What follows belongs to an exercise in optimizing a design on an open flow for small area, a short achievable clock period and few clock cycles per item; a production flow would make more cautious choices. RTL that was checked went through simulation tests only; none was proved equivalent to the original.

the reference run:
## lg_enc
module lg_enc (
    input  wire        clk,
    input  wire        rst,           
    input  wire        cmd_valid,
    output wire        cmd_ready,
    input  wire [2:0]  cmd_ec,        
    input  wire        cmd_lossless,  
    input  wire        cmd_trg,
    input  wire        cmd_ev,
    input  wire [4:0]  cmd_pos,
    input  wire        cmd_load,      
    input  wire [11:0] cmd_pred1,
    input  wire [11:0] cmd_pred2,
    input  wire        smp_valid,
    output wire        smp_ready,
    input  wire [11:0] smp_data,
    output reg         out_valid,
    input  wire        out_ready,
    output reg  [31:0] out_data,
    output reg  [5:0]  out_len,
    output reg         out_last
);
Size in the first run: ~850 flip-flops, about 0.052 mm2 of cells after synthesis.
clock: 35.0 ns
lec_check: 0
cap_margin: 20
core_margin: 2
core_utilization: 40
slew_margin: 20
standard.sh (not shown) runs the stock make flow with config.mk's settings and CLKGATE_MAP_FILE= SYNTH_SCRIPT=/design/flow/synth_recipe.tcl, a recipe that flattens the netlist after the stock synthesis.
==> flow/flow/run.sh <==
#!/bin/bash
# The standard layout, with the port buffers made of sky130_fd_sc_hd__buf_4
# instead of the default pick (a delay buffer). make's full output goes to
# flow_make.log; ORFS keeps each step's log under orfs/logs.
set -euo pipefail
export BUFFER_PORTS_ARGS="-buffer_cell sky130_fd_sc_hd__buf_4"
bash standard.sh > flow_make.log 2>&1
For the trial run, these inputs were changed with respect to the reference run:
diff --git a/flow/design.v b/flow/design.v
--- a/flow/design.v
+++ b/flow/design.v
@@ -463,20 +463,27 @@
     reg  [2:0]  s2_a;
     reg         s3_v;
     reg  [12:0] s3_y;       
     reg  [2:0]  s3_a;
     reg         s4_v;
     reg  [12:0] s4_u;
     reg  [4:0]  j_w;        
     reg         a_valid;    
     reg  [4:0]  rd_f;       
-    wire adv4  = !a_valid || (j_w < rd_f);
+    reg  [12:0] sr [0:31];
+    reg  [12:0] hreg;
+    reg         h_v;
+    reg         hj;
+    wire head_code = a_valid && !hj && !(h_v && rd_f == 5'd31);
+    wire adv4  = (hj || !head_code || !h_v) && !(j_w == 5'd31 && a_valid);
     wire wr    = s4_v && adv4;
+    wire dr    = !s4_v && (j_w == 5'd0) && a_valid && (hj || (head_code && !h_v));
+    wire sh    = wr || dr;
     wire go3   = !s4_v || adv4;
     wire adv3  = s3_v && go3;
     wire go2   = !s3_v || go3;
     wire adv2  = s2_v && go2;
     wire go1   = !s2_v || go2;
     wire prep1 = s1_v && s1_ph[1];
     wire prep2 = s1_v && s1_ph[0];
     wire adv1  = s1_v && (s1_ph == 2'd0) && go1;
     wire free1 = !s1_v || adv1;
@@ -585,35 +592,35 @@
     reg         hdr_pend;    
     reg         cur_v;
     reg  [12:0] cur_ones;    
     reg         cur_fits;    
     reg  [5:0]  cur_len;     
     reg  [12:0] cur_dat;     
     reg         cur_raw;
     reg         cur_last;
     reg  [3:0]  cur_k;
-    wire [12:0] uf      = mem[rd_f];
+    wire [12:0] uf      = h_v ? hreg : sr[31];
     wire [24:0] rot     = {12'd0, uf} << (4'd12 - k_u);
     wire [12:0] ones_f  = rot[24:12];
     wire [13:0] tail_f  = {1'b0, ones_f} + {10'd0, k_u} + 14'd1;
     wire [12:0] raw13   = uf[0] ? ~{1'b0, uf[12:1]} : {1'b0, uf[12:1]};
     wire [15:0] header  = {raw_u ? 4'd14 : k_u, h_o[9:7], h_o[6], h_o[5], 2'b00, h_o[4:0]};
     reg         sk_v;
     reg  [31:0] sk_data;
     reg  [5:0]  sk_len;
     reg         sk_last;
     wire can_emit = !out_valid || out_ready;
     wire go       = !sk_v;
     wire b_v      = cur_v || (hdr_pend && a_valid);
     wire send_hdr = go && !cur_v && hdr_pend && a_valid;
     wire consume  = go && cur_v && cur_fits;
-    wire f_go     = a_valid && (cur_v ? (cur_fits && !hdr_pend) : 1'b1);
-    wire f_st     = a_valid && !cur_v && !hdr_pend;
+    wire f_go     = (h_v || head_code) && (cur_v ? (cur_fits && !hdr_pend) : 1'b1);
+    wire f_st     = (h_v || head_code) && !cur_v && !hdr_pend;
     wire fetch    = go ? f_go : f_st;
     wire signed [33:0] yv = {2'b10, cur_dat[12:1], 20'd0};
     wire [33:0] ysh     = yv >>> cur_ones[4:0];
     wire [5:0]  lng_len = (cur_ones >= 13'd32) ? 6'd32 : cur_ones[5:0];
     wire [12:0] ones_l  = cur_ones - {7'd0, lng_len};
     wire [13:0] tail_l  = {1'b0, ones_l} + {10'd0, cur_k} + 14'd1;
     reg  [31:0] b_data;
     reg  [5:0]  b_len;
     always @* begin
@@ -623,20 +630,25 @@
         end else if (cur_fits) begin
             b_data = cur_raw ? {cur_dat, 19'd0} : ysh[32:1];
             b_len  = cur_len;
         end else begin
             b_data = 32'hFFFF_FFFF;
             b_len  = lng_len;
         end
     end
     always @(posedge clk) begin
-        if (wr)
-            mem[j_w] <= s4_u;
+        if (sh) begin
+            sr[0] <= s4_u;
+            for (i = 1; i < 32; i = i + 1)
+                sr[i] <= sr[i-1];
+        end
+        if (!h_v && head_code && sh && !fetch)
+            hreg <= sr[31];
         if (wr)
             for (i = 0; i < 13; i = i + 1)
                 rc[i] <= rc_n[i];
         if (!c_v) begin
             c_a    <= (cmd_lossless || cmd_ec > 3'd4) ? 3'd0 : cmd_ec;
             c_hdr  <= {cmd_lossless ? 3'd0 : cmd_ec, cmd_trg, cmd_ev,
                        (cmd_trg | cmd_ev) ? cmd_pos : 5'd0};
             c_load <= cmd_load;
             c_p1   <= cmd_pred1;
@@ -716,18 +728,20 @@
             j_w       <= 5'd0;
             x1        <= 12'd2048;
             x2        <= 12'd2048;
             el        <= 3'd0;
             e_l       <= 4'd0;
             rho1      <= 5'd0;
             rhop      <= 5'd0;
             a_valid   <= 1'b0;
             rd_f      <= 5'd0;
+            h_v       <= 1'b0;
+            hj        <= 1'b0;
             k_valid   <= 1'b0;
             hdr_pend  <= 1'b0;
             cur_v     <= 1'b0;
             out_valid <= 1'b0;
             sk_v      <= 1'b0;
             cr_o      <= 1'b1;
             rdy_n     <= 1'b1;
         end else begin
             if (!c_v)
@@ -783,18 +797,30 @@
                     rd_f     <= 5'd0;
                     k_valid  <= 1'b0;
                     hdr_pend <= 1'b1;
                 end
             end
             if (a_valid)
                 k_valid <= 1'b1;
             if (send_hdr)
                 hdr_pend <= 1'b0;
+            if (h_v) begin
+                if (fetch)
+                    h_v <= 1'b0;
+            end else if (head_code && sh && !fetch) begin
+                h_v <= 1'b1;
+            end
+            if (sh)
+                hj <= 1'b0;
+            else if (!h_v && head_code && fetch)
+                hj <= 1'b1;
+            if (wr && j_w == 5'd31)
+                hj <= 1'b0;
             if (fetch) begin
                 rd_f <= rd_f + 5'd1;
                 if (rd_f == 5'd31)
                     a_valid <= 1'b0;
             end
             if (fetch)
                 cur_v <= 1'b1;
             else if (consume)
                 cur_v <= 1'b0;
Findings:
The final layouts of the trial run and the reference run pass the timing, DRC and antenna checks. [compare] base=the reference run new=the trial run: first-iteration DRC count dropped 20%, clock-buffer cell count climbed 5.8%, final standard cell area without fillers dropped 0.0034 mm2. Setup slack in the trial run vs the reference run: up 0.10 ns. The trial run against the reference run: synthesized area saw a decrease, total routed wirelength saw a decrease, clock latency of the later-clocked register in the worst-skew pair saw little to no change. Between the trial run and the reference run, the effective utilization at floorplan does not differ in any meaningful way. The trial run — relative slew slack 1.1 points lower, the reference run as reference. Slowest cell on the critical path = sky130_fd_sc_hd__edfxtp_1: the trial run; slowest cell on the critical path = sky130_fd_sc_hd__dfxtp_1: the reference run. Diff the reference run -> the trial run: global routing usage on met2 shows a reduction of 3.4 points.
Function was not checked in any run of this note: the RTL went through the layout flow alone.

* * *

lg_enc, a different RTL version from the one above (not shown whole).
Size in the first run: roughly 860 flip-flops, roughly 95 I/O pins, about 0.051 mm2 of cells after synthesis.
Settings: LEC_CHECK=0, CAP_MARGIN=20, CORE_MARGIN=2, CORE_UTILIZATION=60, SLEW_MARGIN=20; clock period 35.0 ns.
==> flow/flow/run.sh <==
#!/bin/bash
# The standard layout, with two changes to how it is made:
#  - the port buffers are sky130_fd_sc_hd__buf_4 instead of the default pick
#    (a delay buffer);
#  - clock tree synthesis runs without dummy loads, with sink clusters of
#    up to 24 flip-flops.
# make's full output goes to flow_make.log; ORFS keeps each step's log under
# orfs/logs.
set -euo pipefail
export BUFFER_PORTS_ARGS="-buffer_cell sky130_fd_sc_hd__buf_4"
export CTS_ARGS="-sink_clustering_enable -repair_clock_nets -dont_use_dummy_load -sink_clustering_size 24 -sink_clustering_max_diameter 120"
bash standard.sh > flow_make.log 2>&1
Testbench counts at the start, summed over its fixed seeds: cycles 11,190, blocks 320.
Next try:
--- a/flow/design.v
+++ b/flow/design.v
@@ -113,13 +113,14 @@
     wire go3   = !s4_v || adv4;
     wire adv3  = s3_v && go3;
     wire go2   = !s3_v || go3;
     wire adv2  = s2_v && go2;
     wire go1   = !s2_v || go2;
     wire prep1 = s1_v && s1_ph[1];
-    wire skip  = pop && f0_first && !c_load && (c_a == el);
+    wire skip0 = pop && f0_first && (c_a == 3'd0);
+    wire skip  = (pop && f0_first && !c_load && (c_a == el)) || skip0;
     wire take  = prep1 || skip;
     wire prep2 = s1_v && s1_ph[0];
     wire adv1  = s1_v && (s1_ph == 2'd0) && go1;
     wire free1 = !s1_v || adv1;
     wire pop   = (fcnt != 2'd0) && free1;
     assign smp_ready = !rdy_n;
@@ -406,12 +407,22 @@
             if (adv1) begin
                 x2   <= x1;
                 x1   <= xr;
                 rho1 <= rho1_n;
                 rhop <= rhop_n;
             end
+            if (skip0) begin
+                el    <= 3'd0;
+                e_l   <= 4'd0;
+                rho1  <= 5'd0;
+                rhop  <= 5'd0;
+                if (c_load) begin
+                    x1 <= c_p1;
+                    x2 <= c_p2;
+                end
+            end
             if (adv1)
                 s2_v <= 1'b1;
             else if (adv2)
                 s2_v <= 1'b0;
             if (adv2)
                 s3_v <= 1'b1;
Effect: The new run completed with no timing, DRC or antenna violations; wire length increases by 1.5%; hold slack gains 0.018 ns; cell count increases by 1.8%; worst setup slack loses 0.027 ns; critical path depth does not change; via count increases by 2.4%; register-to-register slack loses 0.05 ns; clock skew decreases by 0.0069 ns; die area increases by 0.72%; non-clock buffer count increases by 17.
Testbench counts after the change, summed over its fixed seeds: cycles 11,146, blocks 320.

* * *

Another version of the RTL of lg_enc (not shown whole).
Size in the first run: about 4100 cells after synthesis, roughly 95 I/O pins, ~48000 sq um of cells after synthesis.
export LEC_CHECK = 0
export CAP_MARGIN = 20
export CORE_MARGIN = 2
export CORE_UTILIZATION = 60
export SLEW_MARGIN = 20
create_clock -name core_clock -period 35.0 [get_ports {clk}]
Scripts as last shown in full above: flow/flow/run.sh
Testbench counts at the start, summed over its fixed seeds: cycles 11,120, blocks 320.
Edit:
--- a/flow/design.v
+++ b/flow/design.v
@@ -114,48 +114,46 @@
     reg         hj;
     wire head_code = a_valid && !hj && !(h_v && rd_f == 5'd31);
     wire adv4  = (hj || !head_code || !h_v) && !(j_w == 5'd31 && a_valid);
     wire wr    = s4_v && adv4;
     wire dr    = !s4_v && (j_w == 5'd0) && a_valid && (hj || (head_code && !h_v));
     wire sh    = wr || dr;
     wire go3   = !s4_v || adv4;
     wire adv3  = s3_v && go3;
     wire go2   = !s3_v || go3;
     wire adv2  = s2_v && go2;
     wire go1   = !s2_v || go2;
     wire prep1 = s1_v && s1_ph[1];
-    wire skip0 = pop && f0_first && (c_a == 3'd0);
-    wire skip  = (pop && f0_first && !c_load && (c_a == el)) || skip0;
+    wire skip  = pop && f0_first && !c_load && (c_a == el);
     wire take  = prep1 || skip;
     wire prep2 = s1_v && s1_ph[0];
     wire adv1  = s1_v && (s1_ph == 2'd0) && go1;
     wire free1 = !s1_v || adv1;
     wire pop   = (fcnt != 2'd0) && free1;
     assign smp_ready = !rdy_n;
     wire push  = smp_valid && rdy;
     reg  [11:0] x1, x2;
     reg  [2:0]  el;         
     reg  [3:0]  e_l;        
     wire [4:0]  s_l   = {e_l, 1'b1};                  
     wire [4:0]  c4095 = {1'b0, {4{e_l[3]}}};          
     reg  [4:0]  rho1;
     reg  [4:0]  rhop;
-    reg  [11:0] pp_r;       
     wire [11:0] x1e = c_load ? c_p1 : x1;
     wire [11:0] x2e = c_load ? c_p2 : x2;
     wire [13:0] pp;
     ks_add #(14) u_pp (.a({1'b0, x1, 1'b0}), .b(~{2'b0, x2}), .ci(1'b1), .s(pp), .co());
     wire        p_neg = pp[13];
     wire        p_big = !pp[13] && pp[12];
-    wire [11:0] mod_in = prep1 ? x1e : (prep2 ? pp_r : f0_x);
+    wire [11:0] mod_in = prep1 ? x1e : (prep2 ? pp[11:0] : f0_x);
     wire [2:0]  mod_a  = prep1 ? c_a : (prep2 ? el : f0_a);
     wire [4:0]  mod_o  = mod12(mod_in, mod_a);
     wire [4:0]  sg_0 = centre(subm(5'd0,  s1_rx, s_l), s_l, e_l);
     wire [4:0]  sg_c = centre(subm(c4095, s1_rx, s_l), s_l, e_l);
     wire [4:0]  sg_p = centre(subm(rhop,  s1_rx, s_l), s_l, e_l);
     wire [4:0]  sg   = p_neg ? sg_0 : (p_big ? sg_c : sg_p);
     wire [7:0]  xh    = s1_x[11:4];
     wire [7:0]  xh_p  = xh + 8'd1;
     wire [7:0]  xh_m  = xh - 8'd1;
     wire        xh_0  = (xh == 8'd0);
     wire        xh_f  = (xh == 8'hFF);
     wire [5:0]  lo_0  = {2'b0, s1_x[3:0]} + {sg_0[4], sg_0};
@@ -311,26 +309,24 @@
         end
         if (rdy) begin
             f1_x     <= smp_data;
             f1_a     <= (j_in == 5'd0) ? c_a : ai;
             f1_first <= (j_in == 5'd0);
         end
         if (pop) begin
             s1_x  <= f0_x;
             s1_rx <= mod_o;
         end
         if (take)
             h_l <= c_hdr;
-        if (prep1)
-            pp_r <= {x1e[10:0], 1'b0} - x2e;
         if (j_in == 5'd31)
             h_o <= h_l;
         if (adv1) begin
             s2_q <= v;
             s2_a <= el;
         end
         if (adv2) begin
             s3_y <= (s2_a == 3'd0) ? s2_q : y1;
             s3_a <= s2_a;
         end
         if (adv3)
             s4_u <= u;
@@ -415,34 +411,24 @@
                 rho1  <= mod_o;
             end
             if (prep2) begin
                 s1_ph <= 2'd0;
                 rhop  <= mod_o;
             end
             if (adv1) begin
                 x2   <= x1;
                 x1   <= xr;
                 rho1 <= rho1_n;
                 rhop <= rhop_n;
             end
-            if (skip0) begin
-                el    <= 3'd0;
-                e_l   <= 4'd0;
-                rho1  <= 5'd0;
-                rhop  <= 5'd0;
-                if (c_load) begin
-                    x1 <= c_p1;
-                    x2 <= c_p2;
-                end
-            end
             if (adv1)
                 s2_v <= 1'b1;
             else if (adv2)
                 s2_v <= 1'b0;
             if (adv2)
                 s3_v <= 1'b1;
             else if (adv3)
                 s3_v <= 1'b0;
             if (adv3)
                 s4_v <= 1'b1;
             else if (wr)
                 s4_v <= 1'b0;
=> Via count went down by 1.4%. Setup slack loses 0.18 ns. First-iteration DRC count went up by 24%. Count of clock-buffer cells in the layout does not change. Global-route usage went up by 0.41 points. Design area went down by 2.8%. Core utilization went down by 0.25 points. Hold slack hardly moves. Sequential share of layout area went up by 0.68 points.
Testbench counts after the change, summed over its fixed seeds: cycles 11,232, blocks 320.

* * *

lg_enc with an RTL version that a note above also has.
Size: ~4700 cells after synthesis, ~850 flip-flops, roughly 95 I/O pins.
// lg_enc
module lg_enc (
    input  wire        clk,
    input  wire        rst,           
    input  wire        cmd_valid,
    output wire        cmd_ready,
    input  wire [2:0]  cmd_ec,        
    input  wire        cmd_lossless,  
    input  wire        cmd_trg,
    input  wire        cmd_ev,
    input  wire [4:0]  cmd_pos,
    input  wire        cmd_load,      
    input  wire [11:0] cmd_pred1,
    input  wire [11:0] cmd_pred2,
    input  wire        smp_valid,
    output wire        smp_ready,
    input  wire [11:0] smp_data,
    output reg         out_valid,
    input  wire        out_ready,
    output reg  [31:0] out_data,
    output reg  [5:0]  out_len,
    output reg         out_last
);
clock: 35.0 ns
lec_check: 0
cap_margin: 20
core_margin: 2
core_utilization: 40
slew_margin: 20
run.sh (not shown) runs the stock make flow with config.mk's settings and CLKGATE_MAP_FILE= SYNTH_SCRIPT=/design/flow/synth_recipe.tcl, a recipe that flattens the netlist after the stock synthesis.
Stock flow here: none of the scripts above is used.
Then changed:
--- a/flow/design.v
+++ b/flow/design.v
@@ -465,16 +465,23 @@
     reg  [12:0] s3_y;       
     reg  [2:0]  s3_a;
     reg         s4_v;
     reg  [12:0] s4_u;
     reg  [4:0]  j_w;        
     reg         a_valid;    
     reg  [4:0]  rd_f;       
-    wire adv4  = !a_valid || (j_w < rd_f);
+    reg  [12:0] sr [0:31];
+    reg  [12:0] hreg;
+    reg         h_v;
+    reg         hj;
+    wire head_code = a_valid && !hj && !(h_v && rd_f == 5'd31);
+    wire adv4  = (hj || !head_code || !h_v) && !(j_w == 5'd31 && a_valid);
     wire wr    = s4_v && adv4;
+    wire dr    = !s4_v && (j_w == 5'd0) && a_valid && (hj || (head_code && !h_v));
+    wire sh    = wr || dr;
     wire go3   = !s4_v || adv4;
     wire adv3  = s3_v && go3;
     wire go2   = !s3_v || go3;
     wire adv2  = s2_v && go2;
     wire go1   = !s2_v || go2;
     wire prep1 = s1_v && s1_ph[1];
     wire prep2 = s1_v && s1_ph[0];
@@ -587,31 +594,31 @@
     reg  [12:0] cur_ones;    
     reg         cur_fits;    
     reg  [5:0]  cur_len;     
     reg  [12:0] cur_dat;     
     reg         cur_raw;
     reg         cur_last;
     reg  [3:0]  cur_k;
-    wire [12:0] uf      = mem[rd_f];
+    wire [12:0] uf      = h_v ? hreg : sr[31];
     wire [24:0] rot     = {12'd0, uf} << (4'd12 - k_u);
     wire [12:0] ones_f  = rot[24:12];
     wire [13:0] tail_f  = {1'b0, ones_f} + {10'd0, k_u} + 14'd1;
     wire [12:0] raw13   = uf[0] ? ~{1'b0, uf[12:1]} : {1'b0, uf[12:1]};
     wire [15:0] header  = {raw_u ? 4'd14 : k_u, h_o[9:7], h_o[6], h_o[5], 2'b00, h_o[4:0]};
     reg         sk_v;
     reg  [31:0] sk_data;
     reg  [5:0]  sk_len;
     reg         sk_last;
     wire can_emit = !out_valid || out_ready;
     wire go       = !sk_v;
     wire b_v      = cur_v || (hdr_pend && a_valid);
     wire send_hdr = go && !cur_v && hdr_pend && a_valid;
     wire consume  = go && cur_v && cur_fits;
-    wire f_go     = a_valid && (cur_v ? (cur_fits && !hdr_pend) : 1'b1);
-    wire f_st     = a_valid && !cur_v && !hdr_pend;
+    wire f_go     = (h_v || head_code) && (cur_v ? (cur_fits && !hdr_pend) : 1'b1);
+    wire f_st     = (h_v || head_code) && !cur_v && !hdr_pend;
     wire fetch    = go ? f_go : f_st;
     wire signed [33:0] yv = {2'b10, cur_dat[12:1], 20'd0};
     wire [33:0] ysh     = yv >>> cur_ones[4:0];
     wire [5:0]  lng_len = (cur_ones >= 13'd32) ? 6'd32 : cur_ones[5:0];
     wire [12:0] ones_l  = cur_ones - {7'd0, lng_len};
     wire [13:0] tail_l  = {1'b0, ones_l} + {10'd0, cur_k} + 14'd1;
     reg  [31:0] b_data;
@@ -625,16 +632,21 @@
             b_len  = cur_len;
         end else begin
             b_data = 32'hFFFF_FFFF;
             b_len  = lng_len;
         end
     end
     always @(posedge clk) begin
-        if (wr)
-            mem[j_w] <= s4_u;
+        if (sh) begin
+            sr[0] <= s4_u;
+            for (i = 1; i < 32; i = i + 1)
+                sr[i] <= sr[i-1];
+        end
+        if (!h_v && head_code && sh && !fetch)
+            hreg <= sr[31];
         if (wr)
             for (i = 0; i < 13; i = i + 1)
                 rc[i] <= rc_n[i];
         if (!c_v) begin
             c_a    <= (cmd_lossless || cmd_ec > 3'd4) ? 3'd0 : cmd_ec;
             c_hdr  <= {cmd_lossless ? 3'd0 : cmd_ec, cmd_trg, cmd_ev,
                        (cmd_trg | cmd_ev) ? cmd_pos : 5'd0};
@@ -718,14 +730,16 @@
             x2        <= 12'd2048;
             el        <= 3'd0;
             e_l       <= 4'd0;
             rho1      <= 5'd0;
             rhop      <= 5'd0;
             a_valid   <= 1'b0;
             rd_f      <= 5'd0;
+            h_v       <= 1'b0;
+            hj        <= 1'b0;
             k_valid   <= 1'b0;
             hdr_pend  <= 1'b0;
             cur_v     <= 1'b0;
             out_valid <= 1'b0;
             sk_v      <= 1'b0;
             cr_o      <= 1'b1;
             rdy_n     <= 1'b1;
@@ -785,14 +799,26 @@
                     hdr_pend <= 1'b1;
                 end
             end
             if (a_valid)
                 k_valid <= 1'b1;
             if (send_hdr)
                 hdr_pend <= 1'b0;
+            if (h_v) begin
+                if (fetch)
+                    h_v <= 1'b0;
+            end else if (head_code && sh && !fetch) begin
+                h_v <= 1'b1;
+            end
+            if (sh)
+                hj <= 1'b0;
+            else if (!h_v && head_code && fetch)
+                hj <= 1'b1;
+            if (wr && j_w == 5'd31)
+                hj <= 1'b0;
             if (fetch) begin
                 rd_f <= rd_f + 5'd1;
                 if (rd_f == 5'd31)
                     a_valid <= 1'b0;
             end
             if (fetch)
                 cur_v <= 1'b1;
Fmax climbs by 0.87%.
Non-clock buffer count drops by 35.
Synthesized area drops by 5.9%.
Wire length drops by 15%.
Sequential share of layout area climbs by 3.2 points.
Sequential cell count climbs by 10.
Cell count drops by 6.4%.
No functional check of the RTL was part of any run of this note.

[separate check: timing with driven ports]
How much do the figures lean on ideal ports? The routed layouts below were timed once more, with nothing changed but the port constraints.
Step 1, drivers: a clkbuf_16 drives clk and a buf_2 each remaining input, both assumed.
Step 2 times the ports against the registers' clock, not the clock port: input delays grow and output delays shrink by t, the midpoint of the rising clock arrivals with the driver on.
Slacks: ideal / step 1 / step 2; pairs: ideal / step 1.
| run | shift t [ns] | setup slack, ns | slew at the worst register clock pin (ns) |
|---|---|---|---|
| the reference run | 0.750 | 26.681 / 26.615 / 26.272 | 0.07 / 0.07 |
| the trial run | 0.731 | 26.783 / 26.713 / 26.397 | 0.07 / 0.07 |
| the first run of note 2 | 0.660 | 26.836 / 26.770 / 26.756 | 0.11 / 0.11 |
| the second run of note 2 | 0.670 | 26.809 / 26.742 / 26.534 | 0.11 / 0.11 |
| the first run of note 3 | 0.651 | 26.848 / 26.780 / 26.357 | 0.11 / 0.11 |
| the second run of note 3 | 0.649 | 26.667 / 26.667 / 26.617 | 0.11 / 0.11 |
| the first run of note 4 | 0.764 | 26.348 / 26.276 / 26.284 | 0.07 / 0.07 |
| the second run of note 4 | 0.731 | 26.422 / 26.353 / 26.283 | 0.07 / 0.07 |
After both steps every run listed still meets setup and hold. The setup slack of the first run of note 3, which loses most, moves by -0.068 ns with the drivers and by -0.491 ns with both steps.
